What follows belongs to an exercise in optimizing a design on an open flow for small area and a short achievable clock period; a production flow would make more cautious choices. RTL that was checked went through simulation tests only; none was proved equivalent to the original. Power is estimated from default activity; no workload was simulated.

==> flow/design.v <==
module decb_halfband (
    input  wire [88:0] h,       
    input  wire [26:0] x,       
    input  wire        ev,      
    output wire [26:0] y,       
    output wire [88:0] nh       
);
    wire signed [29:0] r1 = h[88:59];
    wire signed [28:0] r2 = h[58:30];
    wire signed [23:0] e  = h[29:6];
    wire [1:0] ls = h[5:4];
    wire [1:0] lo = h[3:2];
    wire [1:0] lu = h[1:0];
    wire signed [23:0] xv = x[23:0];
    wire        [30:0] n;
    decb_add #(31) u_n (.a({r1[29], r1}), .b(~{{7{xv[23]}}, xv}), .ci(1'b1), .s(n), .co());
    wire        [25:0] ru;
    decb_add #(26) u_ru (.a(n[30:5]), .b(26'd0), .ci(n[4]), .s(ru), .co());
    wire               tie = n[4] & ~|n[3:0];
    wire        [25:0] r   = {ru[25:1], ru[0] & ~tie};
    wire               ovp = ~r[25] & (r[24] | r[23]);
    wire               ovn = r[25] & ~(r[24] & r[23] & |r[22:0]);
    wire        [23:0] c   = ovp ? 24'h7FFFFF :
                             ovn ? 24'h800001 : r[23:0];
    assign y = {(|ls) | x[26], (|lo) | x[25], (|lu) | x[24], c};
    wire        [24:0] x9h;
    decb_add #(25) u_x9 (.a({{4{xv[23]}}, xv[23:3]}), .b({xv[23], xv}), .ci(1'b0), .s(x9h), .co());
    wire signed [27:0] x9 = {x9h, xv[2:0]};
    wire signed [29:0] sa;
    decb_add #(30) u_sa (.a({r2[28], r2}), .b(ev ? {{2{x9[27]}}, x9} : {{2{xv[23]}}, xv, 4'd0}),
                         .ci(1'b0), .s(sa), .co());
    wire signed [28:0] sb;
    decb_add #(29) u_sb (.a({x9[27], x9}), .b(~{{5{e[23]}}, e}), .ci(1'b1), .s(sb), .co());
    function [1:0] lvl_next(input [1:0] l, input f, input even);
        lvl_next = f ? 2'd3 : (even ? ((l == 2'd0) ? 2'd0 : l - 2'd1) : l);
    endfunction
    wire [1:0] nls = lvl_next(ls, x[26], ev);
    wire [1:0] nlo = lvl_next(lo, x[25], ev);
    wire [1:0] nlu = lvl_next(lu, x[24], ev);
    assign nh = ev ? {sa, sb, xv, nls, nlo, nlu}
                   : {r1, sa[28:0], e, nls, nlo, nlu};
endmodule
module decb_add #(
    parameter integer W   = 8,
    parameter integer CMP = 0
) (
    input  wire [W-1:0] a,
    input  wire [W-1:0] b,
    input  wire         ci,
    output wire [W-1:0] s,
    output wire         co
);
    localparam integer L = (W > 32) ? 6 : (W > 16) ? 5 : (W > 8) ? 4 : (W > 4) ? 3 : (W > 2) ? 2 : 1;
    wire [W-1:0] p = a ^ b;
    wire [W-1:0] gl [0:2*L];
    wire [W-1:0] tl [0:2*L];
    assign gl[0] = (a & b) | {{(W-1){1'b0}}, (CMP ? (a[0] | b[0]) : p[0]) & ci};
    assign tl[0] = CMP ? (a | b) : p;
    genvar k, i;
    generate
        for (k = 1; k <= 2 * L; k = k + 1) begin : lv
            localparam integer D = (k <= L) ? (1 << (k - 1)) : (1 << (2 * L - k));
            for (i = 0; i < W; i = i + 1) begin : bt
                if ((k <= L && (i + 1) % (2 * D) == 0) ||
                    (k > L && (i + 1) % (2 * D) == D && i + 1 >= 3 * D)) begin : nd
                    assign gl[k][i] = gl[k-1][i] | (tl[k-1][i] & gl[k-1][i-D]);
                    assign tl[k][i] = tl[k-1][i] & tl[k-1][i-D];
                end else begin : ps
                    assign gl[k][i] = gl[k-1][i];
                    assign tl[k][i] = tl[k-1][i];
                end
            end
        end
    endgenerate
    wire [W-1:0] c = gl[2*L];
    generate
        if (W > 1) begin : sm
            assign s = p ^ {c[W-2:0], ci};
        end else begin : s1
            assign s = p ^ ci;
        end
    endgenerate
    assign co = c[W-1];
endmodule
module decb_thresh (
    input  wire        clk,
    input  wire        rst,
    input  wire        en,           
    input  wire        o,            
    input  wire        u,            
    input  wire [24:0] mag,          
    input  wire [23:0] level,
    input  wire [7:0]  hys,
    input  wire        clr_seen,
    output reg         state,
    output reg  [7:0]  cnt,
    output reg         seen
);
    wire [11:0] lim_hi;
    wire        lim_nn;
    decb_add #(12) u_lim (.a(level[23:12]), .b(~{4'd0, hys & {8{state}}}), .ci(1'b1),
                          .s(lim_hi), .co(lim_nn));
    wire ge;
    decb_add #(25, 1) u_ge (.a(mag), .b(~{1'b0, lim_hi, level[11:0]}), .ci(1'b1), .s(), .co(ge));
    wire above = o || ge;
    wire below = lim_nn & ~ge;
    wire rise = (level != 24'd0) && !u && !state && above;
    wire fall = (level != 24'd0) && !u && state && !o && below;
    always @(posedge clk) begin
        if (rst) begin
            state <= 1'b0;
            cnt   <= 8'd0;
            seen  <= 1'b0;
        end else if (en) begin
            if (level == 24'd0)
                state <= 1'b0;
            else if (rise)
                state <= 1'b1;
            else if (fall)
                state <= 1'b0;
            if (rise)
                cnt <= cnt + 8'd1;
            if (rise)
                seen <= 1'b1;
            else if (clr_seen)
                seen <= 1'b0;
        end
    end
endmodule
module decb_lane (
    input  wire        clk,
    input  wire        rst,
    input  wire        in_valid,
    input  wire [5:0]  in_frame,    
    input  wire [31:0] in_word,     
    input  wire [2:0]  bk,          
    input  wire [23:0] hi_level,
    input  wire [7:0]  hi_hys,
    input  wire [23:0] hh_level,
    input  wire [7:0]  hh_hys,
    input  wire [1:0]  clr_seen,    
    output reg         out_valid,
    output reg  [31:0] out_word,    
    output wire [1:0]  thr_state,   
    output wire [7:0]  hi_cnt,
    output wire [7:0]  hh_cnt,
    output wire [1:0]  seen         
);
    localparam [31:0] OFF32 = 32'h0500_0000;
    localparam [88:0] CLEAN = {83'd0, 2'd3, 2'd0, 2'd3};
    reg  [88:0] ring0, ring1, ring2, ring3, ring4, ring5;
    reg  [2:0]  pc;           
    reg         clean_q;      
    reg         rst_q;        
    reg  [26:0] x_q;          
    reg  [4:0]  srct_q;       
    reg  [5:0]  frame_q;
    reg  [2:0]  bk_q;
    reg  [2:0]  sel;          
    reg         pending;      
    reg         busy;         
    reg         fin;          
    wire        proc = (pending && pc == 3'd0) || busy;
    wire [5:0] ones;
    assign ones[0] = frame_q[0];
    assign ones[1] = ones[0] & frame_q[1];
    assign ones[2] = ones[1] & frame_q[2];
    assign ones[3] = ones[2] & frame_q[3];
    assign ones[4] = ones[3] & frame_q[4];
    assign ones[5] = ones[4] & frame_q[5];
    wire [6:0] fire = {ones, 1'b1};
    wire take = fire[pc];
    wire ev   = ones[pc];
    wire [26:0] y;
    wire [88:0] nh;
    decb_halfband u_hb (
        .h  (ring0),
        .x  (x_q),
        .ev (ev),
        .y  (y),
        .nh (nh)
    );
    always @(posedge clk) begin
        ring0 <= ring1;
        ring1 <= ring2;
        ring2 <= ring3;
        ring3 <= ring4;
        ring4 <= ring5;
        if (clean_q)
            ring5 <= CLEAN;
        else if (proc && take)
            ring5 <= nh;
        else
            ring5 <= ring0;
    end
    always @(posedge clk) begin
        rst_q <= rst;
        if (rst) begin
            pc      <= 3'd0;
            clean_q <= 1'b1;
        end else begin
            pc      <= (pc == 3'd5) ? 3'd0 : pc + 3'd1;
            if (pc == 3'd5)
                clean_q <= 1'b0;
        end
    end
    wire [2:0] bk_eff = (bk_q == 3'd7) ? 3'd6 : bk_q;
    wire [2:0] nsel   = (bk_eff != sel && fire[bk_eff]) ? bk_eff : sel;
    wire       dlv    = fire[nsel];
    wire       we     = dlv && ((proc && pc == nsel) || (fin && nsel == 3'd6));
    always @(posedge clk) begin
        if (rst) begin
            pending   <= 1'b0;
            busy      <= 1'b0;
            fin       <= 1'b0;
            out_valid <= 1'b0;
        end else begin
            if (in_valid)
                pending <= 1'b1;
            else if (pc == 3'd0)
                pending <= 1'b0;
            if (pc == 3'd0)
                busy <= pending;
            else if (pc == 3'd5)
                busy <= 1'b0;
            fin       <= busy && pc == 3'd5;
            out_valid <= fin;
        end
    end
    always @(posedge clk) begin
        if (rst_q) begin
            sel      <= 3'd0;
            out_word <= OFF32;
        end else begin
            if (fin)
                sel <= nsel;
            if (we)
                out_word <= {srct_q, x_q};
        end
    end
    wire hold_in = pending || busy || fin;
    always @(posedge clk) begin
        if (proc)
            x_q <= y;
        else if (!pending)
            x_q <= in_word[26:0];
        if (!hold_in) begin
            srct_q  <= in_word[31:27];
            frame_q <= in_frame;
            bk_q    <= bk;
        end
    end
    reg        v1;
    reg [23:0] hi_level_q, hh_level_q;
    reg [7:0]  hi_hys_q, hh_hys_q;
    reg [1:0]  clr_q;
    wire [24:0] mag;
    decb_add #(25) u_mag (.a({1'b0, x_q[23:0] ^ {24{x_q[23]}}}), .b(25'd0), .ci(x_q[23]),
                          .s(mag), .co());
    always @(posedge clk) begin
        v1         <= in_valid;
        hi_level_q <= hi_level;
        hh_level_q <= hh_level;
        hi_hys_q   <= hi_hys;
        hh_hys_q   <= hh_hys;
        clr_q      <= clr_seen;
    end
    decb_thresh u_hi (
        .clk      (clk),
        .rst      (rst_q),
        .en       (v1),
        .o        (x_q[25]),
        .u        (x_q[24]),
        .mag      (mag),
        .level    (hi_level_q),
        .hys      (hi_hys_q),
        .clr_seen (clr_q[0]),
        .state    (thr_state[0]),
        .cnt      (hi_cnt),
        .seen     (seen[0])
    );
    decb_thresh u_hh (
        .clk      (clk),
        .rst      (rst_q),
        .en       (v1),
        .o        (x_q[25]),
        .u        (x_q[24]),
        .mag      (mag),
        .level    (hh_level_q),
        .hys      (hh_hys_q),
        .clr_seen (clr_q[1]),
        .state    (thr_state[1]),
        .cnt      (hh_cnt),
        .seen     (seen[1])
    );
endmodule
clock: 48.0 ns
lec_check: 0
cap_margin: 20
core_margin: 2
core_utilization: 40
slew_margin: 20
standard.sh (not shown) runs the stock make flow with config.mk's settings and CLKGATE_MAP_FILE= SYNTH_SCRIPT=/design/flow/synth_recipe.tcl, a recipe that flattens the netlist after the stock synthesis.
==> flow/flow/run.sh <==
#!/bin/bash
set -euo pipefail
bash standard.sh "BUFFER_PORTS_ARGS=-buffer_cell sky130_fd_sc_hd__buf_1" "CTS_ARGS=-sink_clustering_enable -repair_clock_nets -dont_use_dummy_load -buf_list sky130_fd_sc_hd__clkbuf_8 -sink_clustering_size 20 -sink_clustering_max_diameter 60" finish > standard_make.log 2>&1
Rerun with:
--- a/flow/design.v
+++ b/flow/design.v
@@ -96,16 +96,16 @@
     output reg  [7:0]  cnt,
     output reg         seen
 );
     wire [11:0] lim_hi;
     wire        lim_nn;
-    decb_add #(12) u_lim (.a(level[23:12]), .b(~{4'd0, hys & {8{state}}}), .ci(1'b1),
-                          .s(lim_hi), .co(lim_nn));
-    wire ge;
-    decb_add #(25, 1) u_ge (.a(mag), .b(~{1'b0, lim_hi, level[11:0]}), .ci(1'b1), .s(), .co(ge));
-    wire above = o || ge;
-    wire below = lim_nn & ~ge;
+    decb_add #(12) u_lim (.a(level[23:12]), .b(~{4'd0, hys}), .ci(1'b1), .s(lim_hi), .co(lim_nn));
+    wire ge_lim, ge_lvl;
+    decb_add #(25, 1) u_cl (.a(mag), .b(~{1'b0, lim_hi, level[11:0]}), .ci(1'b1), .s(), .co(ge_lim));
+    decb_add #(25, 1) u_cv (.a(mag), .b(~{1'b0, level}), .ci(1'b1), .s(), .co(ge_lvl));
+    wire below = lim_nn & ~ge_lim;
+    wire above = o || ge_lvl;
     wire rise = (level != 24'd0) && !u && !state && above;
     wire fall = (level != 24'd0) && !u && state && !o && below;
     always @(posedge clk) begin
         if (rst) begin
             state <= 1'b0;
After rerunning:
- The new run went through all stages and came out clean
- synthesized area grows by 1.0%
- global-route usage grows by 0.18 points
- synthesized cell count grows by 1.8%
- routed wire length grows by 3.3%
- worst setup slack is better by 0.27 ns
- power grows by 2.6%
- sequential power hardly moves
- die area grows by 1.0%
- cell area grows by 1.2%
- critical path depth stays the same
- clock-buffer cell count does not change
- maximum frequency grows by 2.5%
- combinational power grows by 7.6%
- worst hold slack is worse by 0.014 ns
No functional check of the RTL was part of the first run of this note.

[separate check: timing with driven ports]
The results above use ideal ports. As a check the final layouts listed here were re-extracted and re-timed, cells and wires unchanged. Step 1 assumes that a clkbuf_16 drives the clock port and a buf_2 every other input. Step 2 adds t to the input delays and takes it off the output delays; t is the mean of the earliest and latest rising clock arrival at the registers after step 1. Input paths then give back, and output paths get back, about the clock's delay inside the block. a / b / c = ideal / step 1 / step 2; a / b = the first two.
| run | t, ns | setup WS [ns] | hold slack, ns | worst setup path after step 2 | slew at the worst register clock pin (ns) |
|---|---|---|---|---|---|
| the first run | 0.690 | 36.799 / 36.745 / 37.435 | 0.283 / 0.283 / 0.283 | register to output | 0.12 / 0.12 |
| the second run | 0.689 | 37.067 / 37.013 / 37.701 | 0.270 / 0.270 / 0.270 | register to output | 0.12 / 0.12 |
After both steps setup and hold are still met in every run listed.
